Context: an optimization exercise on an open-source flow, tuned for small area, a short achievable clock period and few clock cycles. The choices shown serve that exercise and are no tape-out recipe.
Function was checked by simulation only, so behaviour that the tests miss may differ from the original.
No activity file was given, so power comes from the tool's default toggle rates.

### flow/flow/run.sh
#!/bin/bash
# The standard synthesis, unchanged, then the standard flow's own layout steps with
# repair_timing asked for more setup slack than the 20 ns clock needs, so
# that the layout is optimised towards a shorter period.  Each step's full
# output goes to a log file of its own in this folder.
set -euo pipefail
MARGIN=$(cat flow/margin.txt)
bash standard.sh synth > synth.log 2>&1
bash standard.sh SETUP_SLACK_MARGIN="$MARGIN" finish > layout.log 2>&1
### flow/flow/margin.txt
14
### flow/standard.sh
#!/bin/bash
# synth_recipe.tcl (not shown) runs the flow's synth.tcl, then flattens the netlist and writes it again
# the make line also repeats each setting of config.mk as NAME=value (left out here)
make -C /OpenROAD-flow-scripts/flow DESIGN_CONFIG=/design/flow/config.mk WORK_HOME=/design/flow/orfs CLKGATE_MAP_FILE= SYNTH_SCRIPT=/design/flow/synth_recipe.tcl "${@:-finish}"
### flow/config.mk
export PLATFORM = sky130hd
export DESIGN_NAME = chk_unit
export DESIGN_NICKNAME = chk_unit
export VERILOG_FILES = /design/flow/design.v
export SDC_FILE = /design/flow/constraint.sdc
export NUM_CORES = 4
export LEC_CHECK = 0
export CAP_MARGIN = 20
export CORE_MARGIN = 2
export CORE_UTILIZATION = 35
export SLEW_MARGIN = 20
### flow/constraint.sdc
create_clock -name core_clock -period 20.0 [get_ports {clk}]
set_input_delay 4.0000 -clock core_clock [delete_from_list [all_inputs] [get_ports {clk}]]
set_output_delay 4.0000 -clock core_clock [all_outputs]
set_load 0.01 [all_outputs]
### flow/design.v
module chk_unit (
    input  wire        clk,
    input  wire        rst,
    input  wire        job_valid,
    output wire        job_ready,
    input  wire [31:0] job_cmd,
    input  wire [23:0] job_len,
    input  wire        in_valid,
    output wire        in_ready,
    input  wire [63:0] in_data,
    output reg         res_valid,
    output reg         res_refused,
    output reg  [2:0]  res_refuse_code,
    output reg  [31:0] res_result,
    output reg  [3:0]  res_code,
    output reg  [15:0] res_acount,
    output reg         res_copy,
    output reg  [47:0] res_tail,
    output reg  [2:0]  res_tail_len,
    input  wire        reg_wr,
    input  wire        reg_rd,
    input  wire [15:0] reg_addr,
    input  wire [31:0] reg_wdata,
    output reg  [31:0] reg_rdata
);
    localparam OP_COMPUTE = 2'd0;
    localparam OP_APPEND  = 2'd1;
    localparam OP_CHECK   = 2'd2;
    localparam CODE_DONE     = 4'd2;
    localparam CODE_MISMATCH = 4'd3;
    localparam CODE_REPEAT   = 4'd4;
    localparam CODE_JUMP     = 4'd5;
    integer n;
    reg [31:0] ctx_state [0:15];
    reg [1:0]  ctx_poly  [0:15];
    reg [15:0] ctx_valid;
    reg [15:0] ach_tx  [0:15];
    reg [7:0]  ach_win [0:15];
    reg [15:0] ach_rx  [0:15];
    reg [15:0] ach_rxv;
    reg [15:0] txd, wnd, rxd;
    reg [31:0] cnt_jobs, cnt_mismatch, cnt_alive_err, cnt_refused;
    function [31:0] sat_inc;
        input [31:0] c;
        sat_inc = (c[30:0] == 31'h7FFF_FFFF) ? {1'b1, c[30:0]} : c + 32'd1;
    endfunction
    reg        rdy;
    assign job_ready = rdy;
    assign in_ready  = rdy;
    wire take = job_valid & rdy;
    reg [1:0]  j_op;        
    reg        j_opbad;     
    reg [1:0]  j_poly;
    reg        j_alive, j_resume, j_save;
    reg [3:0]  j_ctx, j_achan;
    reg [23:0] rin;         
    reg        first_pend;  
    reg        take_d;      
    reg [1:0]  nfl;         
    reg [1:0]  c_op;
    reg [1:0]  c_poly;
    reg        c_alive, c_save;
    reg [3:0]  c_ctx, c_achan;
    reg [2:0]  c_rc;
    reg [15:0] c_cnt;
    reg        c_fwd;       
    wire [2:0] j_w = (j_poly[1] == 1'b0) ? 3'd4 : (j_poly[0] ? 3'd1 : 3'd2);
    wire fwd = c_fwd && (c_ctx == j_ctx);
    wire       busy = (nfl != 2'd0);
    wire [3:0] reg_slot = {~reg_addr[6], reg_addr[5:3]};
    wire [3:0] reg_chan = reg_addr[6:3];
    reg  [15:0] j_ctx_oh, j_ach_oh, c_ach_oh;
    wire [15:0] sel_ctx = busy ? j_ctx_oh : (16'd1 << reg_slot);
    wire [15:0] sel_tx  = busy ? j_ach_oh : (16'd1 << reg_chan);
    wire [15:0] sel_rx  = busy ? c_ach_oh : (16'd1 << reg_chan);
    reg [31:0] rd_ctx_vstate;
    reg [1:0]  rd_ctx_vpoly;
    reg        rd_ctx_valid;
    reg [15:0] rd_tx, rd_rx;
    reg [7:0]  rd_win0;
    reg        rd_rxv;
    always @(*) begin
        rd_ctx_vstate = 32'd0; rd_ctx_vpoly = 2'd0;
        rd_ctx_valid = 1'b0;
        rd_tx = 16'd0; rd_rx = 16'd0; rd_win0 = 8'd0; rd_rxv = 1'b0;
        for (n = 0; n < 16; n = n + 1) begin
            rd_ctx_vstate = rd_ctx_vstate | (ctx_state[n] & {32{sel_ctx[n] & ctx_valid[n]}});
            rd_ctx_vpoly  = rd_ctx_vpoly  | (ctx_poly[n]  & {2{sel_ctx[n] & ctx_valid[n]}});
            rd_ctx_valid  = rd_ctx_valid  | (ctx_valid[n] & sel_ctx[n]);
            rd_tx   = rd_tx   | (ach_tx[n]  & {16{sel_tx[n] & txd[n]}});
            rd_rx   = rd_rx   | (ach_rx[n]  & {16{sel_rx[n] & rxd[n]}});
            rd_rxv  = rd_rxv  | (ach_rxv[n] & sel_rx[n] & rxd[n]);
            rd_win0 = rd_win0 | ((wnd[n] ? ach_win[n] : 8'd8) & {8{sel_rx[n]}});
        end
    end
    wire [1:0]  j_ctx_poly   = ctx_poly[j_ctx];
    wire        j_ctx_valid  = ctx_valid[j_ctx];
    wire [7:0]  rd_win  = (rd_win0 == 8'd0) ? 8'd1 : rd_win0;
    wire       slot_ok = fwd ? (c_poly == j_poly)
                             : (j_ctx_valid && j_ctx_poly == j_poly);
    wire [4:0] minlen  = {2'd0, j_w} + (j_alive ? 5'd3 : 5'd1);
    wire       too_short = (rin[23:5] == 19'd0) && (rin[4:0] < minlen);
    wire [2:0] rc = j_opbad                       ? 3'd1 :
                    (j_save && j_op != OP_COMPUTE) ? 3'd2 :
                    (j_resume && !slot_ok)         ? 3'd3 :
                    (j_op == OP_CHECK && too_short) ? 3'd4 : 3'd0;
    wire       app_alive = (j_op == OP_APPEND) && j_alive;
    wire [2:0] lm = rin[2:0];                  
    wire [2:0] l_lo = (j_op == OP_CHECK) ? (lm - j_w) :
                      app_alive          ? (lm + 3'd2) : lm;
    wire [2:0] k_job = 3'd0 - l_lo;
    wire [3:0] m_last = (lm == 3'd0) ? 4'd8 : {1'b0, lm};
    wire dm1 = (j_op == OP_CHECK) && (m_last <= {1'b0, j_w});
    wire dp1 = app_alive && (m_last >= 4'd7);
    wire lastin = (rin[23:4] == 20'd0) && (!rin[3] || rin[2:0] == 3'd0);   
    wire second = !lastin && (rin[23:5] == 19'd0) && (!rin[4] || rin[3:0] == 4'd0);  
    reg [63:0] d_r;         
    reg [63:8] prev;        
    wire [7:0] prev_b [1:7];
    genvar gi;
    generate for (gi = 1; gi < 8; gi = gi + 1) begin : g_prev
        assign prev_b[gi] = prev[8*gi +: 8];
    end endgenerate
    reg [2:0]  e_m [0:7];   
    reg        p_v, p_first, p_lastin, p_crc, p_lastcrc, p_ovr, p_rx;
    reg [3:0]  e_psel;      
    reg [15:0] e_cnt;       
    reg        e_fcrc, e_frx;
    reg [31:0] e_ss;        
    reg [2:0]  e_rc;        
    reg [31:0] s;           
    reg [15:0] cap_cnt;     
    reg        cap_ok;      
    reg  [63:0]  wa;
    reg  [63:0]  sp;
    always @(*) begin
        for (n = 0; n < 8; n = n + 1) begin
            if (e_m[n] <= n)
                wa[8*n +: 8] = d_r[8*e_m[n] +: 8];
            else
                wa[8*n +: 8] = p_first ? 8'd0 : prev_b[e_m[n]];
            sp[8*n +: 8] = (e_m[n] <= n && e_m[n] <= 3'd3) ? e_ss[8*e_m[n][1:0] +: 8] : 8'd0;
        end
        if (p_ovr)
            wa[63:48] = e_cnt;
    end
    reg  [31:0]  sr;
    always @(*) begin
        sr = 32'd0;
        for (n = 0; n < 3; n = n + 1)
            if (p_first && e_m[n] > n && e_m[n] <= 3'd3)
                sr[8*n +: 8] = e_ss[8*e_m[n][1:0] +: 8];
    end
    wire [63:0]  sx   = p_first ? sp : {32'd0, s};
    wire [63:0]  w    = wa ^ sx;
    wire [3:0]   psel = e_psel;
    wire [31:0]  t;
    assign t[0] =
        ((w[24] ^ w[25] ^ w[45] ^ w[49] ^ w[50] ^ w[61]) & (psel[3])) ^
        ((w[12] ^ w[15] ^ w[26] ^ w[44]) & (psel[2])) ^
        ((w[7] ^ w[51] ^ w[63]) & (psel[2] | psel[3])) ^
        ((w[6]) & (psel[1])) ^
        ((w[3] ^ w[9] ^ w[20] ^ w[32]) & (psel[1] | psel[3])) ^
        ((w[1] ^ w[4] ^ w[40] ^ w[54]) & (psel[1] | psel[2])) ^
        ((w[14] ^ w[30] ^ w[35]) & (psel[1] | psel[2] | psel[3])) ^
        ((w[41] ^ w[57] ^ w[60]) & (psel[0])) ^
        ((w[13] ^ w[18] ^ w[22] ^ w[28] ^ w[29] ^ w[56]) & (psel[0] | psel[3])) ^
        ((w[0] ^ w[37] ^ w[43]) & (psel[0] | psel[2])) ^
        ((w[2] ^ w[5] ^ w[21] ^ w[46] ^ w[47] ^ w[59]) & (psel[0] | psel[2] | psel[3])) ^
        ((w[34] ^ w[58]) & (psel[0] | psel[1])) ^
        ((w[27] ^ w[38]) & (psel[0] | psel[1] | psel[3])) ^
        ((w[16] ^ w[17] ^ w[19] ^ w[36]) & (psel[0] | psel[1] | psel[2])) ^
        (w[10] ^ w[11] ^ w[33] ^ w[39] ^ w[48] ^ w[52] ^ w[55]);
    assign t[1] =
        ((w[9] ^ w[26] ^ w[62] ^ w[63]) & (psel[3])) ^
        ((w[24] ^ w[32] ^ w[52]) & (psel[2])) ^
        ((w[13] ^ w[27] ^ w[45]) & (psel[2] | psel[3])) ^
        ((w[10] ^ w[21] ^ w[33]) & (psel[1])) ^
        ((w[4] ^ w[7]) & (psel[1] | psel[3])) ^
        ((w[41]) & (psel[1] | psel[2])) ^
        ((w[2] ^ w[5] ^ w[15] ^ w[31] ^ w[36] ^ w[55]) & (psel[1] | psel[2] | psel[3])) ^
        ((w[14] ^ w[29] ^ w[30] ^ w[42] ^ w[58]) & (psel[0])) ^
        ((w[19] ^ w[23] ^ w[57] ^ w[61]) & (psel[0] | psel[3])) ^
        ((w[1] ^ w[3] ^ w[22] ^ w[44] ^ w[47] ^ w[48]) & (psel[0] | psel[2])) ^
        ((w[6] ^ w[38] ^ w[60]) & (psel[0] | psel[2] | psel[3])) ^
        ((w[28] ^ w[39]) & (psel[0] | psel[1])) ^
        ((w[35] ^ w[56] ^ w[59]) & (psel[0] | psel[1] | psel[3])) ^
        ((w[0] ^ w[11] ^ w[17] ^ w[37] ^ w[49]) & (psel[0] | psel[1] | psel[2])) ^
        (w[12] ^ w[18] ^ w[20] ^ w[34] ^ w[40] ^ w[53]);
    assign t[2] =
        ((w[9] ^ w[47] ^ w[51] ^ w[52] ^ w[55]) & (psel[3])) ^
        ((w[14] ^ w[28] ^ w[46] ^ w[53]) & (psel[2])) ^
        ((w[25] ^ w[33]) & (psel[2] | psel[3])) ^
        ((w[5] ^ w[34]) & (psel[1])) ^
        ((w[8] ^ w[11] ^ w[22] ^ w[56]) & (psel[1] | psel[3])) ^
        ((w[3] ^ w[42]) & (psel[1] | psel[2])) ^
        ((w[6] ^ w[16] ^ w[32] ^ w[37]) & (psel[1] | psel[2] | psel[3])) ^
        ((w[15] ^ w[20] ^ w[31] ^ w[43] ^ w[48]) & (psel[0])) ^
        ((w[24] ^ w[30] ^ w[58] ^ w[59] ^ w[62]) & (psel[0] | psel[3])) ^
        ((w[4] ^ w[7] ^ w[23] ^ w[39] ^ w[61]) & (psel[0] | psel[2])) ^
        ((w[2] ^ w[45] ^ w[49]) & (psel[0] | psel[2] | psel[3])) ^
        ((w[29] ^ w[36] ^ w[57] ^ w[60]) & (psel[0] | psel[1] | psel[3])) ^
        ((w[1] ^ w[12] ^ w[13] ^ w[21] ^ w[35]) & (psel[0] | psel[1] | psel[2])) ^
        (w[0] ^ w[18] ^ w[19] ^ w[38] ^ w[40] ^ w[41] ^ w[50] ^ w[54]);
    assign t[3] =
        ((w[11] ^ w[18] ^ w[27] ^ w[28] ^ w[45] ^ w[48] ^ w[53] ^ w[56]) & (psel[3])) ^
        ((w[15] ^ w[54]) & (psel[2])) ^
        ((w[26] ^ w[29] ^ w[34] ^ w[47]) & (psel[2] | psel[3])) ^
        ((w[0] ^ w[6] ^ w[9]) & (psel[1])) ^
        ((w[12] ^ w[23] ^ w[35] ^ w[57]) & (psel[1] | psel[3])) ^
        ((w[4] ^ w[7] ^ w[33] ^ w[38] ^ w[43]) & (psel[1] | psel[2])) ^
        ((w[17]) & (psel[1] | psel[2] | psel[3])) ^
        ((w[16] ^ w[25] ^ w[32] ^ w[44] ^ w[59] ^ w[63]) & (psel[0])) ^
        ((w[21] ^ w[31] ^ w[40] ^ w[49] ^ w[60]) & (psel[0] | psel[3])) ^
        ((w[3] ^ w[8] ^ w[46] ^ w[50] ^ w[62]) & (psel[0] | psel[2])) ^
        ((w[5] ^ w[24]) & (psel[0] | psel[2] | psel[3])) ^
        ((w[30] ^ w[61]) & (psel[0] | psel[1])) ^
        ((w[37] ^ w[58]) & (psel[0] | psel[1] | psel[3])) ^
        ((w[20] ^ w[36] ^ w[39] ^ w[51] ^ w[55]) & (psel[0] | psel[1] | psel[2])) ^
        (w[1] ^ w[2] ^ w[13] ^ w[14] ^ w[19] ^ w[22] ^ w[41] ^ w[42]);
    assign t[4] =
        ((w[22] ^ w[35] ^ w[41] ^ w[49] ^ w[54]) & (psel[3])) ^
        ((w[47] ^ w[60]) & (psel[2])) ^
        ((w[12] ^ w[30]) & (psel[2] | psel[3])) ^
        ((w[0] ^ w[1] ^ w[24] ^ w[44] ^ w[52]) & (psel[1])) ^
        ((w[2] ^ w[38] ^ w[43] ^ w[59]) & (psel[1] | psel[3])) ^
        ((w[7] ^ w[21] ^ w[37] ^ w[56]) & (psel[1] | psel[2])) ^
        ((w[8]) & (psel[1] | psel[2] | psel[3])) ^
        ((w[9] ^ w[26] ^ w[45] ^ w[51]) & (psel[0])) ^
        ((w[16] ^ w[19] ^ w[25] ^ w[27] ^ w[28] ^ w[29] ^ w[50] ^ w[57] ^ w[61]) & (psel[0] | psel[3])) ^
        ((w[4] ^ w[11] ^ w[48] ^ w[55] ^ w[63]) & (psel[0] | psel[2])) ^
        ((w[6] ^ w[32] ^ w[46]) & (psel[0] | psel[2] | psel[3])) ^
        ((w[10] ^ w[31] ^ w[34] ^ w[62]) & (psel[0] | psel[1])) ^
        ((w[13] ^ w[15] ^ w[18] ^ w[58]) & (psel[0] | psel[1] | psel[3])) ^
        ((w[5] ^ w[39] ^ w[40]) & (psel[0] | psel[1] | psel[2])) ^
        (w[3] ^ w[14] ^ w[20] ^ w[23] ^ w[36] ^ w[42]);
    assign t[5] =
        ((w[10] ^ w[17] ^ w[23] ^ w[27] ^ w[42] ^ w[46] ^ w[52] ^ w[56] ^ w[58]) & (psel[3])) ^
        ((w[33] ^ w[47]) & (psel[2])) ^
        ((w[5] ^ w[31] ^ w[61]) & (psel[2] | psel[3])) ^
        ((w[1] ^ w[3] ^ w[16] ^ w[53] ^ w[59]) & (psel[1])) ^
        ((w[11] ^ w[19] ^ w[25] ^ w[44] ^ w[45]) & (psel[1] | psel[3])) ^
        ((w[9] ^ w[21] ^ w[41]) & (psel[1] | psel[2])) ^
        ((w[8] ^ w[37] ^ w[43]) & (psel[1] | psel[2] | psel[3])) ^
        ((w[20] ^ w[30] ^ w[34] ^ w[51] ^ w[55]) & (psel[0])) ^
        ((w[0] ^ w[18] ^ w[26] ^ w[36] ^ w[62]) & (psel[0] | psel[3])) ^
        ((w[7] ^ w[12] ^ w[13]) & (psel[0] | psel[2])) ^
        ((w[48] ^ w[49]) & (psel[0] | psel[2] | psel[3])) ^
        ((w[14] ^ w[39]) & (psel[0] | psel[1])) ^
        ((w[2] ^ w[35] ^ w[60] ^ w[63]) & (psel[0] | psel[1] | psel[3])) ^
        ((w[6] ^ w[40] ^ w[57]) & (psel[0] | psel[1] | psel[2])) ^
        (w[4] ^ w[15] ^ w[22] ^ w[24] ^ w[32] ^ w[38]);
    assign t[6] =
        ((w[20] ^ w[36] ^ w[37] ^ w[53]) & (psel[3])) ^
        ((w[13] ^ w[58]) & (psel[2])) ^
        ((w[0] ^ w[9] ^ w[16] ^ w[33] ^ w[39] ^ w[62]) & (psel[2] | psel[3])) ^
        ((w[30] ^ w[52]) & (psel[1])) ^
        ((w[12] ^ w[19] ^ w[26] ^ w[27] ^ w[45]) & (psel[1] | psel[3])) ^
        ((w[32] ^ w[41] ^ w[42]) & (psel[1] | psel[2])) ^
        ((w[5] ^ w[6] ^ w[44]) & (psel[1] | psel[2] | psel[3])) ^
        ((w[17] ^ w[29] ^ w[31] ^ w[40]) & (psel[0])) ^
        ((w[3] ^ w[8] ^ w[18] ^ w[28] ^ w[43] ^ w[47] ^ w[57] ^ w[59] ^ w[63]) & (psel[0] | psel[3])) ^
        ((w[10]) & (psel[0] | psel[2])) ^
        ((w[38] ^ w[49] ^ w[50]) & (psel[0] | psel[2] | psel[3])) ^
        ((w[2] ^ w[15] ^ w[35] ^ w[55] ^ w[60]) & (psel[0] | psel[1])) ^
        ((w[1] ^ w[11] ^ w[46] ^ w[48] ^ w[61]) & (psel[0] | psel[1] | psel[3])) ^
        ((w[7] ^ w[14] ^ w[22] ^ w[34]) & (psel[0] | psel[1] | psel[2])) ^
        (w[23] ^ w[25]);
    assign t[7] =
        ((w[19] ^ w[29] ^ w[48] ^ w[54] ^ w[58] ^ w[60]) & (psel[3])) ^
        ((w[11] ^ w[14]) & (psel[2])) ^
        ((w[1] ^ w[39] ^ w[63]) & (psel[2] | psel[3])) ^
        ((w[0] ^ w[16] ^ w[31] ^ w[36] ^ w[53] ^ w[56]) & (psel[1])) ^
        ((w[2] ^ w[20] ^ w[47]) & (psel[1] | psel[3])) ^
        ((w[42]) & (psel[1] | psel[2])) ^
        ((w[6] ^ w[7] ^ w[45]) & (psel[1] | psel[2] | psel[3])) ^
        ((w[5] ^ w[22] ^ w[30] ^ w[52] ^ w[55] ^ w[57]) & (psel[0])) ^
        ((w[4] ^ w[9] ^ w[21] ^ w[32] ^ w[37] ^ w[38] ^ w[44]) & (psel[0] | psel[3])) ^
        ((w[59]) & (psel[0] | psel[2])) ^
        ((w[10] ^ w[17] ^ w[34] ^ w[50] ^ w[51]) & (psel[0] | psel[2] | psel[3])) ^
        ((w[3] ^ w[61]) & (psel[0] | psel[1])) ^
        ((w[12] ^ w[13] ^ w[27] ^ w[28] ^ w[46] ^ w[49] ^ w[62]) & (psel[0] | psel[1] | psel[3])) ^
        ((w[15] ^ w[23] ^ w[33] ^ w[35] ^ w[43]) & (psel[0] | psel[1] | psel[2])) ^
        (w[8] ^ w[24] ^ w[26]);
    assign t[8] =
        ((w[2] ^ w[12] ^ w[15]) & (psel[2])) ^
        ((w[1] ^ w[3] ^ w[17] ^ w[21] ^ w[32] ^ w[37] ^ w[54] ^ w[57]) & (psel[1])) ^
        ((w[7] ^ w[8] ^ w[43] ^ w[46] ^ w[48]) & (psel[1] | psel[2])) ^
        ((w[5] ^ w[6] ^ w[10] ^ w[22] ^ w[23] ^ w[31] ^ w[33] ^ w[38] ^ w[39] ^ w[45] ^ w[53] ^ w[58]) & (psel[0])) ^
        ((w[0] ^ w[11] ^ w[18] ^ w[35] ^ w[51] ^ w[52] ^ w[56] ^ w[60]) & (psel[0] | psel[2])) ^
        ((w[4] ^ w[13] ^ w[14] ^ w[16] ^ w[28] ^ w[29] ^ w[47] ^ w[50] ^ w[62] ^ w[63]) & (psel[0] | psel[1])) ^
        ((w[9] ^ w[24] ^ w[25] ^ w[27] ^ w[34] ^ w[36] ^ w[44]) & (psel[0] | psel[1] | psel[2]));
    assign t[9] =
        ((w[0] ^ w[9] ^ w[10] ^ w[57]) & (psel[2])) ^
        ((w[5] ^ w[8] ^ w[11] ^ w[20] ^ w[29] ^ w[34] ^ w[39]) & (psel[1])) ^
        ((w[3] ^ w[19] ^ w[28] ^ w[36] ^ w[37] ^ w[44] ^ w[49] ^ w[52]) & (psel[1] | psel[2])) ^
        ((w[7] ^ w[14] ^ w[21] ^ w[23] ^ w[24] ^ w[30] ^ w[33] ^ w[38] ^ w[41] ^ w[43] ^ w[55] ^ w[56] ^ w[58] ^ w[60]) & (psel[0])) ^
        ((w[12] ^ w[13] ^ w[35] ^ w[53] ^ w[61]) & (psel[0] | psel[2])) ^
        ((w[2] ^ w[6] ^ w[15] ^ w[16] ^ w[18] ^ w[22] ^ w[27] ^ w[32] ^ w[40] ^ w[51] ^ w[54] ^ w[63]) & (psel[0] | psel[1])) ^
        ((w[1] ^ w[25] ^ w[26] ^ w[45] ^ w[47]) & (psel[0] | psel[1] | psel[2]));
    assign t[10] =
        ((w[4] ^ w[13] ^ w[20] ^ w[27]) & (psel[2])) ^
        ((w[12] ^ w[28] ^ w[34] ^ w[39] ^ w[41]) & (psel[1])) ^
        ((w[1] ^ w[2] ^ w[32] ^ w[36] ^ w[45] ^ w[46] ^ w[50] ^ w[53]) & (psel[1] | psel[2])) ^
        ((w[0] ^ w[3] ^ w[5] ^ w[8] ^ w[15] ^ w[18] ^ w[24] ^ w[25] ^ w[31] ^ w[42] ^ w[43] ^ w[44] ^ w[47] ^ w[60] ^ w[61]) & (psel[0])) ^
        ((w[38] ^ w[62]) & (psel[0] | psel[2])) ^
        ((w[7] ^ w[21] ^ w[23]) & (psel[0] | psel[1])) ^
        ((w[10] ^ w[11] ^ w[14] ^ w[26] ^ w[29] ^ w[37] ^ w[54] ^ w[58]) & (psel[0] | psel[1] | psel[2]));
    assign t[11] =
        ((w[5] ^ w[14] ^ w[21] ^ w[28]) & (psel[2])) ^
        ((w[13] ^ w[29] ^ w[35] ^ w[40] ^ w[42]) & (psel[1])) ^
        ((w[2] ^ w[3] ^ w[33] ^ w[37] ^ w[46] ^ w[47] ^ w[51] ^ w[54]) & (psel[1] | psel[2])) ^
        ((w[0] ^ w[1] ^ w[4] ^ w[6] ^ w[9] ^ w[16] ^ w[19] ^ w[25] ^ w[26] ^ w[32] ^ w[43] ^ w[44] ^ w[45] ^ w[48] ^ w[61] ^ w[62]) & (psel[0])) ^
        ((w[39] ^ w[63]) & (psel[0] | psel[2])) ^
        ((w[8] ^ w[22] ^ w[24]) & (psel[0] | psel[1])) ^
        ((w[11] ^ w[12] ^ w[15] ^ w[27] ^ w[30] ^ w[38] ^ w[55] ^ w[59]) & (psel[0] | psel[1] | psel[2]));
    assign t[12] =
        ((w[6] ^ w[15] ^ w[24] ^ w[32]) & (psel[2])) ^
        ((w[14] ^ w[16] ^ w[30] ^ w[56]) & (psel[1])) ^
        ((w[3] ^ w[4] ^ w[13] ^ w[28] ^ w[39] ^ w[60]) & (psel[1] | psel[2])) ^
        ((w[1] ^ w[7] ^ w[11] ^ w[18] ^ w[19] ^ w[20] ^ w[21] ^ w[26] ^ w[37] ^ w[44] ^ w[45] ^ w[49] ^ w[57] ^ w[58] ^ w[59] ^ w[62] ^ w[63]) & (psel[0])) ^
        ((w[0] ^ w[22] ^ w[29] ^ w[40]) & (psel[0] | psel[2])) ^
        ((w[9] ^ w[23] ^ w[25] ^ w[36] ^ w[41] ^ w[43]) & (psel[0] | psel[1])) ^
        ((w[12] ^ w[31] ^ w[34] ^ w[38] ^ w[47] ^ w[48] ^ w[52] ^ w[55]) & (psel[0] | psel[1] | psel[2]));
    assign t[13] =
        ((w[2] ^ w[9] ^ w[27] ^ w[41] ^ w[46] ^ w[51] ^ w[60]) & (psel[2])) ^
        ((w[10] ^ w[31] ^ w[37]) & (psel[1])) ^
        ((w[4] ^ w[13] ^ w[14] ^ w[15] ^ w[39] ^ w[40] ^ w[48] ^ w[56] ^ w[61]) & (psel[1] | psel[2])) ^
        ((w[0] ^ w[20] ^ w[28] ^ w[45] ^ w[47] ^ w[50] ^ w[55] ^ w[63]) & (psel[0])) ^
        ((w[1] ^ w[8] ^ w[11] ^ w[12] ^ w[16] ^ w[18] ^ w[23] ^ w[30] ^ w[33] ^ w[34] ^ w[36] ^ w[43] ^ w[52]) & (psel[0] | psel[2])) ^
        ((w[17] ^ w[24] ^ w[26] ^ w[35] ^ w[42] ^ w[57]) & (psel[0] | psel[1])) ^
        ((w[5] ^ w[29] ^ w[32] ^ w[44] ^ w[49] ^ w[53]) & (psel[0] | psel[1] | psel[2]));
    assign t[14] =
        ((w[2] ^ w[3] ^ w[8] ^ w[13] ^ w[17] ^ w[19] ^ w[34] ^ w[37] ^ w[42] ^ w[61]) & (psel[2])) ^
        ((w[18] ^ w[27] ^ w[32] ^ w[36] ^ w[40] ^ w[43] ^ w[58]) & (psel[1])) ^
        ((w[14] ^ w[15] ^ w[33] ^ w[49] ^ w[62]) & (psel[1] | psel[2])) ^
        ((w[1] ^ w[22] ^ w[39] ^ w[51] ^ w[55] ^ w[59] ^ w[60]) & (psel[0])) ^
        ((w[0] ^ w[9] ^ w[10] ^ w[12] ^ w[24] ^ w[28] ^ w[31] ^ w[35] ^ w[44] ^ w[47] ^ w[52] ^ w[53]) & (psel[0] | psel[2])) ^
        ((w[11] ^ w[16] ^ w[25] ^ w[38]) & (psel[0] | psel[1])) ^
        ((w[5] ^ w[6] ^ w[30] ^ w[41] ^ w[45] ^ w[50] ^ w[54] ^ w[57]) & (psel[0] | psel[1] | psel[2]));
    assign t[15] =
        ((w[0] ^ w[3] ^ w[4] ^ w[9] ^ w[14] ^ w[18] ^ w[20] ^ w[35] ^ w[38] ^ w[43] ^ w[62]) & (psel[2])) ^
        ((w[19] ^ w[28] ^ w[33] ^ w[37] ^ w[41] ^ w[44] ^ w[59]) & (psel[1])) ^
        ((w[15] ^ w[16] ^ w[34] ^ w[50] ^ w[63]) & (psel[1] | psel[2])) ^
        ((w[2] ^ w[23] ^ w[40] ^ w[48] ^ w[52] ^ w[56] ^ w[60] ^ w[61]) & (psel[0])) ^
        ((w[1] ^ w[10] ^ w[11] ^ w[13] ^ w[25] ^ w[29] ^ w[32] ^ w[36] ^ w[45] ^ w[53] ^ w[54]) & (psel[0] | psel[2])) ^
        ((w[12] ^ w[17] ^ w[26] ^ w[39]) & (psel[0] | psel[1])) ^
        ((w[6] ^ w[7] ^ w[31] ^ w[42] ^ w[46] ^ w[51] ^ w[55] ^ w[58]) & (psel[0] | psel[1] | psel[2]));
    assign t[16] =
        ((w[1] ^ w[4] ^ w[6] ^ w[9] ^ w[10] ^ w[19] ^ w[29] ^ w[36] ^ w[39] ^ w[42] ^ w[45] ^ w[48] ^ w[51] ^ w[58] ^ w[60]) & (psel[1])) ^
        ((w[2] ^ w[12] ^ w[24] ^ w[26] ^ w[27] ^ w[32] ^ w[37] ^ w[40] ^ w[41] ^ w[46] ^ w[49] ^ w[52] ^ w[53] ^ w[57] ^ w[61] ^ w[62]) & (psel[0])) ^
        ((w[3] ^ w[7] ^ w[8] ^ w[11] ^ w[13] ^ w[14] ^ w[18] ^ w[30] ^ w[33] ^ w[43] ^ w[47] ^ w[54] ^ w[55] ^ w[56] ^ w[59]) & (psel[0] | psel[1]));
    assign t[17] =
        ((w[0] ^ w[2] ^ w[5] ^ w[7] ^ w[10] ^ w[11] ^ w[20] ^ w[30] ^ w[37] ^ w[40] ^ w[43] ^ w[46] ^ w[49] ^ w[52] ^ w[59] ^ w[61]) & (psel[1])) ^
        ((w[3] ^ w[13] ^ w[25] ^ w[27] ^ w[28] ^ w[33] ^ w[38] ^ w[41] ^ w[42] ^ w[47] ^ w[50] ^ w[53] ^ w[54] ^ w[58] ^ w[62] ^ w[63]) & (psel[0])) ^
        ((w[4] ^ w[8] ^ w[9] ^ w[12] ^ w[14] ^ w[15] ^ w[19] ^ w[31] ^ w[34] ^ w[44] ^ w[48] ^ w[55] ^ w[56] ^ w[57] ^ w[60]) & (psel[0] | psel[1]));
    assign t[18] =
        ((w[1] ^ w[3] ^ w[5] ^ w[6] ^ w[8] ^ w[10] ^ w[12] ^ w[13] ^ w[16] ^ w[31] ^ w[44] ^ w[50] ^ w[53] ^ w[56] ^ w[57] ^ w[58] ^ w[62]) & (psel[1])) ^
        ((w[0] ^ w[2] ^ w[4] ^ w[14] ^ w[17] ^ w[18] ^ w[19] ^ w[22] ^ w[26] ^ w[27] ^ w[33] ^ w[36] ^ w[37] ^ w[42] ^ w[46] ^ w[51] ^ w[52] ^ w[54] ^ w[63]) & (psel[0])) ^
        ((w[9] ^ w[11] ^ w[15] ^ w[20] ^ w[21] ^ w[32] ^ w[35] ^ w[38] ^ w[41] ^ w[45] ^ w[47] ^ w[49] ^ w[60] ^ w[61]) & (psel[0] | psel[1]));
    assign t[19] =
        ((w[4] ^ w[6] ^ w[7] ^ w[9] ^ w[10] ^ w[14] ^ w[16] ^ w[21] ^ w[22] ^ w[32] ^ w[33] ^ w[36] ^ w[39] ^ w[45] ^ w[46] ^ w[48] ^ w[51] ^ w[54] ^ w[63]) & (psel[1])) ^
        ((w[1] ^ w[3] ^ w[15] ^ w[20] ^ w[23] ^ w[29] ^ w[41] ^ w[53] ^ w[56] ^ w[60]) & (psel[0])) ^
        ((w[0] ^ w[2] ^ w[11] ^ w[12] ^ w[13] ^ w[17] ^ w[42] ^ w[50] ^ w[57] ^ w[58] ^ w[59] ^ w[61] ^ w[62]) & (psel[0] | psel[1]));
    assign t[20] =
        ((w[5] ^ w[6] ^ w[7] ^ w[8] ^ w[9] ^ w[15] ^ w[19] ^ w[20] ^ w[22] ^ w[23] ^ w[27] ^ w[32] ^ w[35] ^ w[36] ^ w[37] ^ w[38] ^ w[39] ^ w[46] ^ w[47] ^ w[48] ^ w[49]) & (psel[1])) ^
        ((w[0] ^ w[1] ^ w[2] ^ w[3] ^ w[14] ^ w[21] ^ w[24] ^ w[42] ^ w[57] ^ w[58] ^ w[61]) & (psel[0])) ^
        ((w[4] ^ w[12] ^ w[13] ^ w[16] ^ w[18] ^ w[30] ^ w[43] ^ w[51] ^ w[54] ^ w[59] ^ w[60] ^ w[62] ^ w[63]) & (psel[0] | psel[1]));
    assign t[21] =
        ((w[5] ^ w[7] ^ w[8] ^ w[13] ^ w[23] ^ w[24] ^ w[30] ^ w[32] ^ w[35] ^ w[49] ^ w[50] ^ w[54] ^ w[58] ^ w[60]) & (psel[1])) ^
        ((w[10] ^ w[14] ^ w[15] ^ w[16] ^ w[18] ^ w[25] ^ w[29] ^ w[33] ^ w[36] ^ w[38] ^ w[39] ^ w[41] ^ w[46] ^ w[48] ^ w[56] ^ w[57] ^ w[62]) & (psel[0])) ^
        ((w[0] ^ w[1] ^ w[3] ^ w[4] ^ w[11] ^ w[21] ^ w[27] ^ w[28] ^ w[31] ^ w[34] ^ w[37] ^ w[44] ^ w[47] ^ w[61] ^ w[63]) & (psel[0] | psel[1]));
    assign t[22] =
        ((w[2] ^ w[3] ^ w[5] ^ w[8] ^ w[11] ^ w[16] ^ w[17] ^ w[19] ^ w[20] ^ w[22] ^ w[24] ^ w[25] ^ w[28] ^ w[29] ^ w[31] ^ w[34] ^ w[39] ^ w[50] ^ w[51] ^ w[54] ^ w[58] ^ w[61]) & (psel[1])) ^
        ((w[1] ^ w[4] ^ w[13] ^ w[15] ^ w[18] ^ w[21] ^ w[26] ^ w[32] ^ w[33] ^ w[35] ^ w[36] ^ w[41] ^ w[42] ^ w[43] ^ w[46] ^ w[49] ^ w[55] ^ w[56] ^ w[60] ^ w[63]) & (psel[0])) ^
        ((w[10] ^ w[12] ^ w[27] ^ w[30] ^ w[40] ^ w[45] ^ w[52] ^ w[59] ^ w[62]) & (psel[0] | psel[1]));
    assign t[23] =
        ((w[0] ^ w[3] ^ w[4] ^ w[6] ^ w[9] ^ w[11] ^ w[12] ^ w[13] ^ w[20] ^ w[23] ^ w[25] ^ w[26] ^ w[28] ^ w[30] ^ w[32] ^ w[35] ^ w[40] ^ w[41] ^ w[46] ^ w[51] ^ w[60] ^ w[62]) & (psel[1])) ^
        ((w[10] ^ w[14] ^ w[38] ^ w[39] ^ w[42] ^ w[44] ^ w[48] ^ w[50] ^ w[58] ^ w[61]) & (psel[0])) ^
        ((w[17] ^ w[18] ^ w[21] ^ w[29] ^ w[31] ^ w[52] ^ w[53] ^ w[55] ^ w[59] ^ w[63]) & (psel[0] | psel[1]));
    assign t[24] =
        ((w[3] ^ w[6] ^ w[7] ^ w[9] ^ w[11] ^ w[12] ^ w[18] ^ w[20] ^ w[22] ^ w[24] ^ w[26] ^ w[31] ^ w[35] ^ w[39] ^ w[42] ^ w[56] ^ w[60] ^ w[61] ^ w[63]) & (psel[1])) ^
        ((w[0] ^ w[2] ^ w[10] ^ w[15] ^ w[27] ^ w[28] ^ w[30] ^ w[32] ^ w[33] ^ w[36] ^ w[37] ^ w[45] ^ w[46] ^ w[49] ^ w[51] ^ w[52] ^ w[54] ^ w[57] ^ w[62]) & (psel[0])) ^
        ((w[5] ^ w[13] ^ w[16] ^ w[17] ^ w[21] ^ w[29] ^ w[34] ^ w[38] ^ w[40] ^ w[41] ^ w[47] ^ w[48] ^ w[53] ^ w[55] ^ w[58]) & (psel[0] | psel[1]));
    assign t[25] =
        ((w[7] ^ w[8] ^ w[9] ^ w[12] ^ w[13] ^ w[20] ^ w[21] ^ w[23] ^ w[25] ^ w[43] ^ w[57] ^ w[61] ^ w[62]) & (psel[1])) ^
        ((w[6] ^ w[14] ^ w[17] ^ w[28] ^ w[29] ^ w[30] ^ w[31] ^ w[35] ^ w[37] ^ w[39] ^ w[46] ^ w[47] ^ w[48] ^ w[50] ^ w[53] ^ w[54] ^ w[63]) & (psel[0])) ^
        ((w[1] ^ w[3] ^ w[11] ^ w[16] ^ w[18] ^ w[22] ^ w[33] ^ w[34] ^ w[38] ^ w[41] ^ w[42] ^ w[49] ^ w[52] ^ w[55] ^ w[56] ^ w[58] ^ w[59]) & (psel[0] | psel[1]));
    assign t[26] =
        ((w[0] ^ w[2] ^ w[8] ^ w[9] ^ w[14] ^ w[17] ^ w[19] ^ w[24] ^ w[26] ^ w[34] ^ w[39] ^ w[43] ^ w[44] ^ w[56] ^ w[57] ^ w[59] ^ w[60] ^ w[62] ^ w[63]) & (psel[1])) ^
        ((w[5] ^ w[7] ^ w[11] ^ w[15] ^ w[16] ^ w[27] ^ w[28] ^ w[30] ^ w[31] ^ w[32] ^ w[33] ^ w[37] ^ w[40] ^ w[41] ^ w[46] ^ w[49] ^ w[51] ^ w[52] ^ w[54]) & (psel[0])) ^
        ((w[4] ^ w[10] ^ w[12] ^ w[13] ^ w[21] ^ w[22] ^ w[23] ^ w[35] ^ w[42] ^ w[50] ^ w[53] ^ w[58]) & (psel[0] | psel[1]));
    assign t[27] =
        ((w[4] ^ w[15] ^ w[18] ^ w[19] ^ w[25] ^ w[30] ^ w[39] ^ w[44] ^ w[45] ^ w[48] ^ w[57] ^ w[60] ^ w[61] ^ w[63]) & (psel[1])) ^
        ((w[8] ^ w[11] ^ w[12] ^ w[14] ^ w[28] ^ w[29] ^ w[31] ^ w[36] ^ w[41] ^ w[42] ^ w[47] ^ w[50] ^ w[53] ^ w[54]) & (psel[0])) ^
        ((w[0] ^ w[5] ^ w[6] ^ w[13] ^ w[16] ^ w[17] ^ w[22] ^ w[23] ^ w[24] ^ w[32] ^ w[33] ^ w[34] ^ w[38] ^ w[43] ^ w[51] ^ w[52] ^ w[55] ^ w[59]) & (psel[0] | psel[1]));
    assign t[28] =
        ((w[3] ^ w[4] ^ w[5] ^ w[10] ^ w[11] ^ w[26] ^ w[27] ^ w[31] ^ w[36] ^ w[38] ^ w[45] ^ w[46] ^ w[49] ^ w[61] ^ w[62]) & (psel[1])) ^
        ((w[1] ^ w[6] ^ w[12] ^ w[13] ^ w[14] ^ w[15] ^ w[17] ^ w[29] ^ w[33] ^ w[34] ^ w[35] ^ w[37] ^ w[39] ^ w[42] ^ w[43] ^ w[51] ^ w[52]) & (psel[0])) ^
        ((w[7] ^ w[9] ^ w[18] ^ w[23] ^ w[24] ^ w[25] ^ w[30] ^ w[32] ^ w[44] ^ w[48] ^ w[53] ^ w[54] ^ w[55] ^ w[56] ^ w[60]) & (psel[0] | psel[1]));
    assign t[29] =
        ((w[4] ^ w[5] ^ w[6] ^ w[11] ^ w[12] ^ w[27] ^ w[28] ^ w[32] ^ w[37] ^ w[39] ^ w[46] ^ w[47] ^ w[50] ^ w[62] ^ w[63]) & (psel[1])) ^
        ((w[2] ^ w[7] ^ w[13] ^ w[14] ^ w[15] ^ w[16] ^ w[18] ^ w[30] ^ w[34] ^ w[35] ^ w[36] ^ w[38] ^ w[40] ^ w[43] ^ w[44] ^ w[52] ^ w[53]) & (psel[0])) ^
        ((w[8] ^ w[10] ^ w[19] ^ w[24] ^ w[25] ^ w[26] ^ w[31] ^ w[33] ^ w[45] ^ w[49] ^ w[54] ^ w[55] ^ w[56] ^ w[57] ^ w[61]) & (psel[0] | psel[1]));
    assign t[30] =
        ((w[1] ^ w[4] ^ w[5] ^ w[7] ^ w[10] ^ w[12] ^ w[13] ^ w[28] ^ w[29] ^ w[30] ^ w[47] ^ w[51] ^ w[52] ^ w[63]) & (psel[1])) ^
        ((w[8] ^ w[9] ^ w[11] ^ w[15] ^ w[20] ^ w[27] ^ w[31] ^ w[32] ^ w[34] ^ w[37] ^ w[41] ^ w[44] ^ w[45] ^ w[53] ^ w[55] ^ w[58]) & (psel[0])) ^
        ((w[0] ^ w[3] ^ w[14] ^ w[16] ^ w[17] ^ w[19] ^ w[25] ^ w[26] ^ w[35] ^ w[36] ^ w[39] ^ w[46] ^ w[50] ^ w[54] ^ w[56] ^ w[57] ^ w[62]) & (psel[0] | psel[1]));
    assign t[31] =
        ((w[0] ^ w[2] ^ w[3] ^ w[5] ^ w[8] ^ w[13] ^ w[19] ^ w[29] ^ w[31] ^ w[34] ^ w[39] ^ w[53]) & (psel[1])) ^
        ((w[1] ^ w[4] ^ w[12] ^ w[17] ^ w[20] ^ w[21] ^ w[27] ^ w[28] ^ w[36] ^ w[40] ^ w[42] ^ w[45] ^ w[46] ^ w[55] ^ w[56] ^ w[58] ^ w[59]) & (psel[0])) ^
        ((w[9] ^ w[10] ^ w[15] ^ w[16] ^ w[18] ^ w[26] ^ w[32] ^ w[33] ^ w[35] ^ w[37] ^ w[38] ^ w[47] ^ w[51] ^ w[54] ^ w[57] ^ w[63]) & (psel[0] | psel[1]));
    wire [31:0]  s_next = t ^ sr;
    wire rx_match = e_psel[3] ? (wa[7:0] == ~s[7:0]) :
                    e_psel[2] ? ({wa[7:0], wa[15:8]} == s[15:0]) :
                                (wa[31:0] == ~s);
    wire [31:0] slot_int = (j_poly == 2'd2) ? {16'd0, rd_ctx_vstate[7:0], rd_ctx_vstate[15:8]}
                                            : rd_ctx_vstate;
    wire [31:0] init_int = (j_poly == 2'd3) ? 32'h0000_00FF :
                           (j_poly == 2'd2) ? 32'h0000_FFFF : 32'hFFFF_FFFF;
    wire [31:0] ss_job   = !j_resume ? init_int : (fwd ? s : slot_int);
    reg e0, e1;    
    reg [15:0] cr_rx;    
    reg        cr_rxv;
    reg [7:0]  cr_win;
    reg        inc_pend;   
    wire [31:0] s_ext   = (c_poly == 2'd2) ? {16'd0, s[7:0], s[15:8]} : s;
    wire [31:0] fin_crc = (c_poly == 2'd3) ? {24'd0, s_ext[7:0] ^ 8'hFF} :
                          (c_poly == 2'd2) ? s_ext : ~s_ext;
    wire [2:0]  c_w     = (c_poly[1] == 1'b0) ? 3'd4 : (c_poly[0] ? 3'd1 : 3'd2);
    wire        crc_ok  = cap_ok;
    wire [15:0] rx_dist = cap_cnt - cr_rx;
    wire        c_ref   = (c_rc != 3'd0);
    reg [3:0]  f_code;
    reg        f_copy, f_rxupd;
    reg [47:0] f_tail;
    reg [2:0]  f_tail_len;
    reg [15:0] f_acount;
    always @(*) begin
        f_code     = CODE_DONE;
        f_copy     = 1'b0;
        f_rxupd    = 1'b0;
        f_tail     = 48'd0;
        f_tail_len = 3'd0;
        f_acount   = 16'd0;
        case (c_op)
            OP_APPEND: begin
                f_copy = 1'b1;
                if (c_alive) begin
                    f_acount   = c_cnt;
                    f_tail     = {fin_crc, c_cnt};
                    f_tail_len = c_w + 3'd2;
                end else begin
                    f_tail     = {16'd0, fin_crc};
                    f_tail_len = c_w;
                end
            end
            OP_CHECK: begin
                if (c_alive)
                    f_acount = cap_cnt;
                if (!crc_ok) begin
                    f_code = CODE_MISMATCH;
                end else if (!c_alive || !cr_rxv) begin
                    f_copy  = 1'b1;
                    f_rxupd = c_alive;
                end else if (rx_dist == 16'd0) begin
                    f_code = CODE_REPEAT;
                end else if (rx_dist <= {8'd0, cr_win}) begin
                    f_copy  = 1'b1;
                    f_rxupd = 1'b1;
                end else begin
                    f_code  = CODE_JUMP;
                    f_copy  = 1'b1;
                    f_rxupd = 1'b1;
                end
            end
            default: ;
        endcase
    end
    wire reg_ach = (reg_addr[15:7] == 9'b1000_0000_0);
    wire        rx_upd = e1 && !c_ref && f_rxupd;
    wire        ctx_we = e1 && !c_ref && c_save;
    wire        win_we = reg_wr && reg_ach && !reg_addr[2];
    wire        tx_we  = win_we || inc_pend;
    wire [3:0]  tx_wa  = inc_pend ? j_achan : reg_chan;
    wire [15:0] tx_wd  = inc_pend ? e_cnt + 16'd1 : reg_wdata[15:0];
    wire        rx_we  = (reg_wr && reg_ach && reg_addr[2]) || rx_upd;
    wire [3:0]  rx_wa  = rx_upd ? c_achan : reg_chan;
    wire [15:0] rx_wd  = rx_upd ? cap_cnt : reg_wdata[15:0];
    wire        rxv_wd = rx_upd ? 1'b1 : reg_wdata[16];
    always @(posedge clk) begin
        d_r <= in_data;
        if (p_v)
            prev <= d_r[63:8];
        if (take) begin
            j_op     <= job_cmd[1:0];
            j_opbad  <= job_cmd[2] || job_cmd[1:0] == 2'd3 ||
                        job_cmd[31:21] != 11'd0 || job_cmd[19:16] != 4'd0;
            j_poly   <= job_cmd[4:3];
            j_alive  <= job_cmd[5];
            j_resume <= job_cmd[6];
            j_save   <= job_cmd[7];
            j_ctx    <= job_cmd[11:8];
            j_achan  <= job_cmd[15:12];
            j_ctx_oh <= 16'd1 << job_cmd[11:8];
            j_ach_oh <= 16'd1 << job_cmd[15:12];
            rin      <= job_len;
        end else if (in_valid) begin
            rin[23:3] <= rin[23:3] - 21'd1;
        end
        if (take_d) begin
            for (n = 0; n < 8; n = n + 1)
                e_m[n] <= n - k_job;
            e_psel <= 4'b0001 << j_poly;
            e_cnt  <= rd_tx;
            e_fcrc <= dp1;
            e_frx  <= (j_op == OP_CHECK) && !dm1;
            e_ss   <= ss_job;
            e_rc   <= rc;
        end
        if (in_valid) begin
            p_first   <= first_pend;
            p_lastin  <= lastin;
            p_crc     <= !(dm1 && lastin);
            p_lastcrc <= dm1 ? second : (!dp1 && lastin);
            p_ovr     <= app_alive && !dp1 && lastin;
            p_rx      <= dm1 && lastin;
        end else begin
            p_first   <= 1'b0;
            p_lastin  <= 1'b0;
            p_crc     <= e_fcrc;
            p_lastcrc <= e_fcrc;
            p_ovr     <= e_fcrc;
            p_rx      <= e_frx;
        end
        if (p_v && p_crc)
            s <= s_next;
        if (p_v && p_lastcrc)
            cap_cnt <= wa[63:48];
        if (p_v && p_rx)
            cap_ok <= rx_match;
        if (p_v && p_lastin) begin
            c_op    <= j_op;
            c_poly  <= j_poly;
            c_alive <= j_alive;
            c_save  <= j_save;
            c_ctx   <= j_ctx;
            c_achan <= j_achan;
            c_ach_oh <= j_ach_oh;
            c_rc    <= e_rc;
            c_cnt   <= e_cnt;
        end
        if (e0) begin
            cr_rx  <= rd_rx;
            cr_rxv <= rd_rxv;
            cr_win <= rd_win;
        end
        res_refused     <= c_ref;
        res_refuse_code <= c_rc;
        res_result      <= c_ref ? 32'd0 : (c_save ? s_ext : fin_crc);
        res_code        <= c_ref ? 4'd0 : f_code;
        res_acount      <= c_ref ? 16'd0 : f_acount;
        res_copy        <= !c_ref && f_copy;
        res_tail        <= c_ref ? 48'd0 : f_tail;
        res_tail_len    <= c_ref ? 3'd0 : f_tail_len;
        for (n = 0; n < 16; n = n + 1) begin
            if (ctx_we && c_ctx == n) begin
                ctx_state[n] <= s_ext;
                ctx_poly[n]  <= c_poly;
            end
            if (tx_we && tx_wa == n)
                ach_tx[n] <= tx_wd;
            if (win_we && reg_chan == n)
                ach_win[n] <= reg_wdata[23:16];
            if (rx_we && rx_wa == n) begin
                ach_rx[n]  <= rx_wd;
                ach_rxv[n] <= rxv_wd;
            end
        end
        if (rst) begin
            rdy        <= 1'b0;
            take_d     <= 1'b0;
            inc_pend   <= 1'b0;
            first_pend <= 1'b0;
            nfl        <= 2'd0;
            p_v        <= 1'b0;
            e0         <= 1'b0;
            e1         <= 1'b0;
            res_valid  <= 1'b0;
            c_fwd      <= 1'b0;
            ctx_valid  <= 16'd0;
            txd        <= 16'd0;
            wnd        <= 16'd0;
            rxd        <= 16'd0;
            cnt_jobs      <= 32'd0;
            cnt_mismatch  <= 32'd0;
            cnt_alive_err <= 32'd0;
            cnt_refused   <= 32'd0;
        end else begin
            rdy    <= 1'b1;
            take_d <= take;
            if (take)
                first_pend <= 1'b1;
            else if (in_valid)
                first_pend <= 1'b0;
            nfl <= nfl + {1'b0, take} - {1'b0, e1};
            p_v <= in_valid || (p_v && p_lastin && (e_fcrc || e_frx));
            e0  <= p_v && p_lastin;
            e1  <= e0;
            res_valid <= e1;
            if (p_v && p_lastin)
                c_fwd <= j_save && (e_rc == 3'd0);
            if (e1) begin
                if (c_ref) begin
                    cnt_refused <= sat_inc(cnt_refused);
                end else begin
                    cnt_jobs <= sat_inc(cnt_jobs);
                    if (f_code == CODE_MISMATCH)
                        cnt_mismatch <= sat_inc(cnt_mismatch);
                    if (f_code == CODE_REPEAT || f_code == CODE_JUMP)
                        cnt_alive_err <= sat_inc(cnt_alive_err);
                end
            end
            inc_pend <= take_d && app_alive && (rc == 3'd0);
            for (n = 0; n < 16; n = n + 1) begin
                if (ctx_we && c_ctx == n)
                    ctx_valid[n] <= 1'b1;
                if (tx_we && tx_wa == n)
                    txd[n] <= 1'b1;
                if (win_we && reg_chan == n)
                    wnd[n] <= 1'b1;
                if (rx_we && rx_wa == n)
                    rxd[n] <= 1'b1;
            end
        end
    end
    wire reg_ctx = (reg_addr[15:6] == 10'h041) ||
                   (reg_addr[15:6] == 10'h042);    
    reg [31:0] rd_val;
    always @(*) begin
        rd_val = 32'd0;
        if (reg_ach) begin
            if (!reg_addr[2])
                rd_val = {8'd0, rd_win, rd_tx};
            else
                rd_val = {15'd0, rd_rxv, rd_rx};
        end else if (reg_ctx) begin
            if (!reg_addr[2])
                rd_val = rd_ctx_vstate;
            else
                rd_val = {23'd0, rd_ctx_valid, 6'd0, rd_ctx_vpoly};
        end else begin
            case (reg_addr[15:2])
                14'h0400: rd_val[8] = busy;
                14'h0402: rd_val = cnt_jobs;
                14'h0403: rd_val = cnt_mismatch;
                14'h0404: rd_val = cnt_alive_err;
                14'h0405: rd_val = cnt_refused;
                default:  rd_val = 32'd0;
            endcase
        end
    end
    always @(posedge clk)
        reg_rdata <= rd_val;
endmodule
==> results of run 1 <==
==> where the power goes <==
| group | internal, mW | leakage, nW | switching [mW] |
|---|---|---|---|
| Sequential | 4.68 | 17.3 | 0.154 |
| Combinational | 3.50 | 16.4 | 5.28 |
| Clock | 2.29 | 3.40 | 1.67 |
| Total | 10.5 | 37.0 | 7.10 |
==> through the flow <==
stage          power (mW)  area (sq um)  util, %
6_report             17.6        112000     42.4
5_1_grt              18.1        112000     42.4
4_1_cts              17.3        111000     42.1
3_5_place_dp         13.3        101000     38.5
3_3_place_gp         13.3        101000     38.5
2_1_floorplan        10.8         93600        -
==> placed cells by master, fill, tap and decap left out, types with 59 or more instances in the layout <==
cell type | netlist | routed
mux2i_1 | 145 | 140
a221oi_1 | 182 | 163
and2_1 | 62 | 59
xor2_1 | 417 | 408
edfxtp_1 | 1522 | 1522
clkdlybuf4s50_1 | 0 | 289
nor2_1 | 670 | 562
nor2b_1 | 78 | 60
a22o_1 | 178 | 177
buf_4 | 27 | 314
xnor2_1 | 877 | 867
mux4_2 | 69 | 69
nor2_4 | 0 | 83
nor3_1 | 87 | 70
dfxtp_1 | 412 | 403
nand4_1 | 96 | 96
buf_12 | 0 | 66
a21oi_1 | 222 | 191
inv_1 | 137 | 133
nand2_1 | 509 | 496
clkbuf_16 | 0 | 221
nand3_1 | 194 | 185
o21ai_0 | 193 | 174
and3_1 | 69 | 68
a22oi_1 | 383 | 381
==> worst max-delay path: stages <==
cell	delay [ps]
clkdlybuf4s50_1	450
buf_4	290
inv_1	240
nand2_1	170
nor2_2	50
buf_4	250
a22o_1	280
a221oi_1	640
o21ai_1	430
==> layer usage <==
layer	part of all wire, %	GRT usage (%)	vias to the layer above
li1	-	-	29100
met1	37	34.5	34500
met2	44	41.4	4641
met3	11	5.90	1023
met4	7.8	18.0	18
met5	0.032	0	-
==> area by class of cell <==
type                       count  area [sq um]  share of cell area (%)
timing repair buffer         711          7200                    6.46
clock buffer                 281          5820                    5.22
antenna                       17          42.5                  0.0381
clock inverter               108          1160                    1.04
sequential                  1934         54000                    48.4
tap                         3515          4400                    3.94
multi-input combinational   5102         38400                    34.4
inverter                     145           546                   0.489
==> final timing paths <==
kind	cells past startpoint	start	endpoint
min	0	d_r[58]	prev[58]
min reg2reg	0	d_r[58]	prev[58]
max reg2reg	15	e_m[4][1]	s[18]
max	9	reg_addr[2]	reg_rdata[25]
==> sequential cells by signal, indices dropped and copies added, names as in the netlist, 48 cells and up <==
| register | cells |
|---|---|
| prev | 56 |
| res_tail | 48 |
| ctx_state | 512 |
| d_r | 64 |
| ach_rx | 256 |
| ach_win | 128 |
| ach_tx | 256 |
==> cells by family (layout without fill, tap and decap cells) <==
family                     after synthesis  in the layout
AOI/OAI and AO/OA                     1473           1473
xor gates and xnor gates              1343           1343
adders and majority gates               44             44
buffers and inverters                  590           1245
DFF                                   1934           1934
muxes                                  272            272
other                                    1             18
and+or+nand+nor                       1968           1969
==> repair_timing <==
item / in CTS / in global routing
resized for setup: 274 / 48
cloned: 6 / 4
endpoints found under the setup margin: 780 / 246
setup buffers: 118 / 35
pin swaps: 86 / 29
==> impl_metrics.csv, run 1 <==
group,metric,value,unit
clock_network,h-tree-depth,4,
sta,slew_viol_final,0,
die,die_w,519,um
logic_synthesis,muxShareOfSynthArea,3.97,%
clock_network,clk_pin_slew_worst_paths,60,ps
clock_network,clockBufferDepth,4,
logic_synthesis,synth_top_family_by_area,"XOR/XNOR gates",
sta,fmax,0.162,GHz
die,initial_core_util,35.3,%
logic_synthesis,synth-async-reset-ratio,0,%
setup_path,timing_worst_setup_path_type,"in -> reg",
clock_network,cts-root-buf,"clkbuf_16",
logic_synthesis,synthFlopType,"edfxtp_1",
drt,drtAntennaViolNets,0,
sta,tns,0,ps
global_routing,grt_overflow,0,
job,drv_cap,0,
final_layout,instances_no_fill,11800,
logic_synthesis,ys_types,100,
sta,worst_slew_pin_slew,1300,ps
min_path,hold_class,"reg -> reg",
global_routing,grt_max_degree,122,
logic_synthesis,synth_top_cell_by_area,"edfxtp_1",
clock_network,numCtsBuffers,213,
placed_design,dp.cells,11200,
global_routing,grt_pass1_vias,65400,
logic_synthesis,synth_simple_gate_area_share,9.85,%
placed_design,place.gp.congestion,1.00,
logic_synthesis,synth.area.top_cells,"edfxtp_1 (49%), dfxtp_1 (8.9%), xnor2_1 (8.3%), xor2_1 (3.9%), a22oi_1 (3.1%)",
global_routing,grt_use_total,27.1,%
setup_path,end_kind,"flop",
drt,via_per_inst,5.87,
logic_synthesis,mappedNetlistNets,7843,
final_layout,area_delta_synth_final,20.2,%
power,p_per_area,157,nW/um^2
drt,vias,69400,
logic_synthesis,avgSynthCellArea,12.2,sq um
power,irDropWorstVdd,0.405,mV
sta,finClkSkew,140,ps
logic_synthesis,synthDominantCellAreaShare,49.3,%
logic_synthesis,yosysWarnings,15,
logic_synthesis,synth-edff-count,1522,
drt,firstDrtPassIters,6,
setup_path,critPathArrivalTime,6850,ps
sta,setup_ws,13830,ps
logic_synthesis,yosys.area_share.xor_xnor,13.3,%
clock_network,cts_tree,"done",
power,p_leak,37.0,nW
logic_synthesis,synth_seq_cells,1934,
final_layout,drive_above_1_share,14.8,%
global_routing,antenna_found_initial,26,
logic_synthesis,synthCells,7625,
logic_synthesis,synth_compound_area_share,11.4,%
sta,relSlewSlack,12.9,%
die,core.rowCount,188,
placed_design,dp.final_hpwl,255000,um
drt,routed_wl,381000,um
logic_synthesis,ys_top_cells_by_count,"edfxtp_1 (1522), xnor2_1 (877), nor2_1 (670)",
drt,wl_per_cell,32.2,um
placed_design,port_buffers,303,
logic_synthesis,yosysMostFrequentCell,"edfxtp_1",
die,io_pins,317,
global_routing,grt_pass1_wl,519000,um
sta,period_needed,6170,ps
setup_path,critPathRequiredTime,20680,ps
die,core-area,263000,sq um
clock_network,insertion_delay,930,ps
sta,fin_crit_sh,30.8,%
run_status,status,"complete, no violations",
sta,setup_viol,0,
setup_path,cp_max_fo,31,
sta,hold_slack,442,ps
die,die-height,519,um
logic_synthesis,synth_area,92800,sq um
die,dieArea,269000,sq um
final_layout,fillCellCount,24300,
sta,hold_viol_final,0,
logic_synthesis,synthAdderAreaFrac,0.610,%
clock_network,clock_sinks,1934,
placed_design,pre_cts_slack,10920,ps
drt,drcViolationCount,0,
clock_network,holdBufCountCts,0,
final_layout,final_nets,8325,
drt,dr.first_iter.drc_count,9756,
sta,rsz0062_at_grt,"true",
logic_synthesis,synth_seq_area_share,58.2,%
setup_path,r2r_slack,13930,ps
setup_path,cp-start-kind,"primary input",
Testbench counts, summed over its fixed seeds: cycles 55,509.
==> run 2: changes to the inputs <==
--- a/flow/design.v
+++ b/flow/design.v
@@ -123,6 +123,7 @@
     end endgenerate
     reg [2:0]  e_m [0:7];   
     reg        p_v, p_first, p_lastin, p_crc, p_lastcrc, p_ovr, p_rx;
+    reg [7:0]  p_pad;       
     reg [3:0]  e_psel;      
     reg [15:0] e_cnt;       
     reg        e_fcrc, e_frx;
@@ -138,7 +139,7 @@
             if (e_m[n] <= n)
                 wa[8*n +: 8] = d_r[8*e_m[n] +: 8];
             else
-                wa[8*n +: 8] = p_first ? 8'd0 : prev_b[e_m[n]];
+                wa[8*n +: 8] = p_pad[n] ? 8'd0 : prev_b[e_m[n]];
             sp[8*n +: 8] = (e_m[n] <= n && e_m[n] <= 3'd3) ? e_ss[8*e_m[n][1:0] +: 8] : 8'd0;
         end
         if (p_ovr)
@@ -148,10 +149,10 @@
     always @(*) begin
         sr = 32'd0;
         for (n = 0; n < 3; n = n + 1)
-            if (p_first && e_m[n] > n && e_m[n] <= 3'd3)
+            if (e_m[n] > n && e_m[n] <= 3'd3)
                 sr[8*n +: 8] = e_ss[8*e_m[n][1:0] +: 8];
     end
-    wire [63:0]  sx   = p_first ? sp : {32'd0, s};
+    wire [63:0]  sx   = sp ^ {32'd0, s & {32{~p_first}}};
     wire [63:0]  w    = wa ^ sx;
     wire [3:0]   psel = e_psel;
     wire [31:0]  t;
@@ -518,8 +519,12 @@
             e_ss   <= ss_job;
             e_rc   <= rc;
         end
+        if (p_v && p_first && !take_d)
+            e_ss <= 32'd0;
         if (in_valid) begin
             p_first   <= first_pend;
+            for (n = 0; n < 8; n = n + 1)
+                p_pad[n] <= first_pend && (n < k_job);
             p_lastin  <= lastin;
             p_crc     <= !(dm1 && lastin);
             p_lastcrc <= dm1 ? second : (!dp1 && lastin);
@@ -527,6 +532,7 @@
             p_rx      <= dm1 && lastin;
         end else begin
             p_first   <= 1'b0;
+            p_pad     <= 8'd0;
             p_lastin  <= 1'b0;
             p_crc     <= e_fcrc;
             p_lastcrc <= e_fcrc;
==> run 2 against run 1 <==
Net effect:
- still clean
- sequential share of layout area down 0.86 points
- clock-buffer cell count down 13
- die area up 2.3%
- sequential power up 1%
- routed wire length down 0.99%
- clock power down 2%
- non-clock buffer count down 19
- global-route usage down 0.93 points
- via count up 1.8%
- register-to-register slack better by 140 ps
- highest routed layer unchanged
==> impl_metrics.csv, run 2 <==
group,metric,value,unit
drt,dr.first_iter.drc_count,10800,
clock_network,clockBufferDepth,4,
setup_path,critPathArrivalTime,6840,ps
setup_path,cp-start-kind,"primary input",
die,core.rowCount,191,
power,p_leak,37.9,nW
global_routing,antenna_found_initial,40,
sta,period_needed,6070,ps
die,core-area,270000,sq um
logic_synthesis,synth_area,94900,sq um
logic_synthesis,ys_types,112,
global_routing,grt_use_total,26.2,%
clock_network,cts_tree,"done",
min_path,min-delay-start,"c_rc[0]",
logic_synthesis,synth.area.top_cells,"edfxtp_1 (47%), dfxtp_1 (9.5%), xnor2_1 (7.9%), xor2_1 (3.8%), a22oi_1 (2.9%)",
sta,relSlewSlack,16.7,%
logic_synthesis,synthCells,7808,
sta,finClkSkew,88.7,ps
global_routing,grt_overflow,0,
setup_path,cpPeakStageDelay,430,ps
logic_synthesis,synth-async-reset-ratio,0,%
die,initial_core_util,35.1,%
die,die-height,525,um
setup_path,path_cells,"buf_12, nor2b_4, nor2b_4, and3_4, a21oi_4, nor2b_4, a22o_1, a221oi_2, nand3_2, nor2_4, nand4_1, o41ai_4, mux2i_2, o221ai_1",
clock_network,clk_pin_slew_worst_paths,60,ps
sta,tns,0,ps
global_routing,grt_pass1_wl,515000,um
logic_synthesis,synth-edff-count,1490,
drt,vias,70600,
final_layout,area_delta_synth_final,19.2,%
clock_network,holdBufCountCts,0,
logic_synthesis,ys_top_cells_by_count,"edfxtp_1 (1490), xnor2_1 (852), nor2_1 (676)",
clock_network,h-tree-depth,4,
clock_network,clock_sinks,1941,
setup_path,cp_max_fo,6,
drt,drtAntennaViolNets,0,
sta,hold_viol_final,0,
final_layout,largest_reg_flops,512,
clock_network,insertion_delay,900,ps
logic_synthesis,synth_seq_area_share,56.6,%
logic_synthesis,mappedNetlistNets,8032,
setup_path,timing_worst_setup_path_type,"in -> reg",
power,irDropWorstVdd,0.169,mV
final_layout,largest-register,"ctx_state",
die,dieArea,275000,sq um
final_layout,drive_above_1_share,15.2,%
sta,setup_ws,13930,ps
final_layout,final_nets,8458,
logic_synthesis,synthFlopType,"edfxtp_1",
setup_path,crit_family,"compound AO/OA/AOI/OAI gates",
placed_design,port_buffers,303,
min_path,hold_class,"reg -> reg",
final_layout,top_regs,"ctx_state: 512 flops, ach_rx: 256 flops, ach_tx: 256 flops",
logic_synthesis,synth_top_cell_by_area,"edfxtp_1",
logic_synthesis,avgSynthCellArea,12.2,sq um
drt,firstDrtPassIters,8,
sta,slew_viol_final,0,
sta,fin_crit_sh,30.4,%
logic_synthesis,yosysWarnings,15,
logic_synthesis,synth_seq_cells,1941,
clock_network,cts-root-buf,"clkbuf_16",
final_layout,layout_common_cells,"edfxtp_1 (1490), xnor2_1 (845), nor2_1 (592)",
run_status,status,"complete, no violations",
setup_path,reg2reg_from,"e_m[4][1]",
sta,setup_viol,0,
die,io_pins,317,
final_layout,postLayoutCellArea,113000,sq um
global_routing,grt_pass1_vias,66700,
clock_network,numCtsBuffers,209,
setup_path,worst-path-buf-inv,1,
drt,drcViolationCount,0,
sta,fmax,0.165,GHz
drt,via_per_inst,5.87,
setup_path,startpoint,"reg_addr[3]",
setup_path,cp_slowest_cell,"o41ai_4",
placed_design,placed_area,103000,sq um
power,p_per_area,166,nW/um^2
setup_path,path_common_cell,"nor2b_4",
sta,rsz0062_at_grt,"true",
die,die_w,525,um
setup_path,end_kind,"flop",
placed_design,dp.final_hpwl,249000,um
job,drv_cap,0,
placed_design,place.gp.congestion,1.00,
logic_synthesis,synthDominantCellAreaShare,47.1,%
global_routing,grt_max_degree,114,
sta,worst_slew_pin_slew,1250,ps
placed_design,pre_cts_slack,11160,ps
setup_path,critPathRequiredTime,20770,ps
drt,routed_wl,377000,um
logic_synthesis,yosysMostFrequentCell,"edfxtp_1",
final_layout,layout_commonest_cell,"edfxtp_1",
drt,wl_per_cell,31.3,um
[run 2: kinds of logic after synthesis]
| kind of cell | Yosys count | synth area share, % |
|---|---|---|
| XOR/XNOR | 1362 | 13.7 |
| AO/OA/AOI/OAI | 1560 | 11.7 |
| multiplexers | 289 | 4.35 |
| AND/OR/NAND/NOR | 1970 | 10.0 |
| adder cells (fa/ha/maj) | 50 | 0.675 |
| buffers and inverters | 635 | 2.93 |
| flip-flops | 1941 | 56.6 |
| other | 1 | 0.00395 |
[run 2: area by class of cell]
| cell class | count | area, sq um |
|---|---|---|
| diodes | 55 | 138 |
| clock buffers | 268 | 5750 |
| clock inverters | 111 | 1020 |
| fillers | 24700 | 157000 |
| inverters | 157 | 591 |
| multi-input cells | 5233 | 40600 |
| flip-flops and latches | 1941 | 53800 |
| well taps | 3570 | 4470 |
| repair buffers | 692 | 6870 |
[run 2: final timing paths]
kind,endpoint,depth (start not counted),slack [ps]
setup / recovery,reg_rdata[16],14,13930
hold / removal,res_refuse_code[0],0,400
setup reg to reg,s[21],17,14070
hold reg to reg,res_refuse_code[0],0,400
[run 2: through the flow]
step	power, mW	hold slack (ps)	util (%)	std cells
4_1_cts	18.5	398	41.4	11900
6_report	18.8	397	41.9	12000
3_5_place_dp	14.6	380	38.1	11400
3_3_place_gp	14.5	379	38.1	11400
5_1_grt	19.4	414	41.9	12000
2_1_floorplan	12.1	349	-	7808
[run 2: worst reg2reg max path, stage by stage, from the launching register on]
cell,delay [ps]
edfxtp_1,330
buf_4,310
buf_4,480
nor2b_2,470
buf_4,250
a221oi_1,100
o311a_1,530
xnor2_2,220
buf_4,390
xnor3_1,540
xnor3_1,400
xor2_1,170
xnor2_1,650
xnor2_2,230
mux2i_1,240
a22o_1,160
a32oi_1,60
xor2_1,190
[run 2: what timing repair did]
item,CTS,global route
gates cloned,7,6
pin swaps,51,53
endpoints found under the setup margin,791,469
buffers inserted,87,59
gates resized for setup,270,88
[run 2: report_power, final]
part / switching [mW] / leakage, nW / total, mW / internal (mW)
sequential: 0.183 / 17.3 / 4.90 / 4.72
clock: 1.65 / 3.34 / 3.88 / 2.23
combinational: 5.79 / 17.3 / 10.0 / 4.25
total: 7.62 / 37.9 / 18.8 / 11.2
[run 2: per-layer routing]
metal | wire (um) | vias up | share of wire (%) | global-route usage (%)
met5 | 12 | - | 0.0032 | 0
met2 | 168000 | 4622 | 45 | 40.1
met3 | 43300 | 971 | 11 | 6.19
met1 | 138000 | 35200 | 37 | 33.0
met4 | 27100 | 2 | 7.2 | 17.0
li1 | - | 29800 | - | -
Testbench counts of run 2, summed over its fixed seeds: cycles 55,509.

Setup slack of run 2, layout unchanged: 13.928 ns with ideal ports, 13.899 ns with driving cells assumed (clock clkbuf_16, inputs buf_2), 12.948 ns with port delays also shifted by the 0.952 ns mid clock arrival.
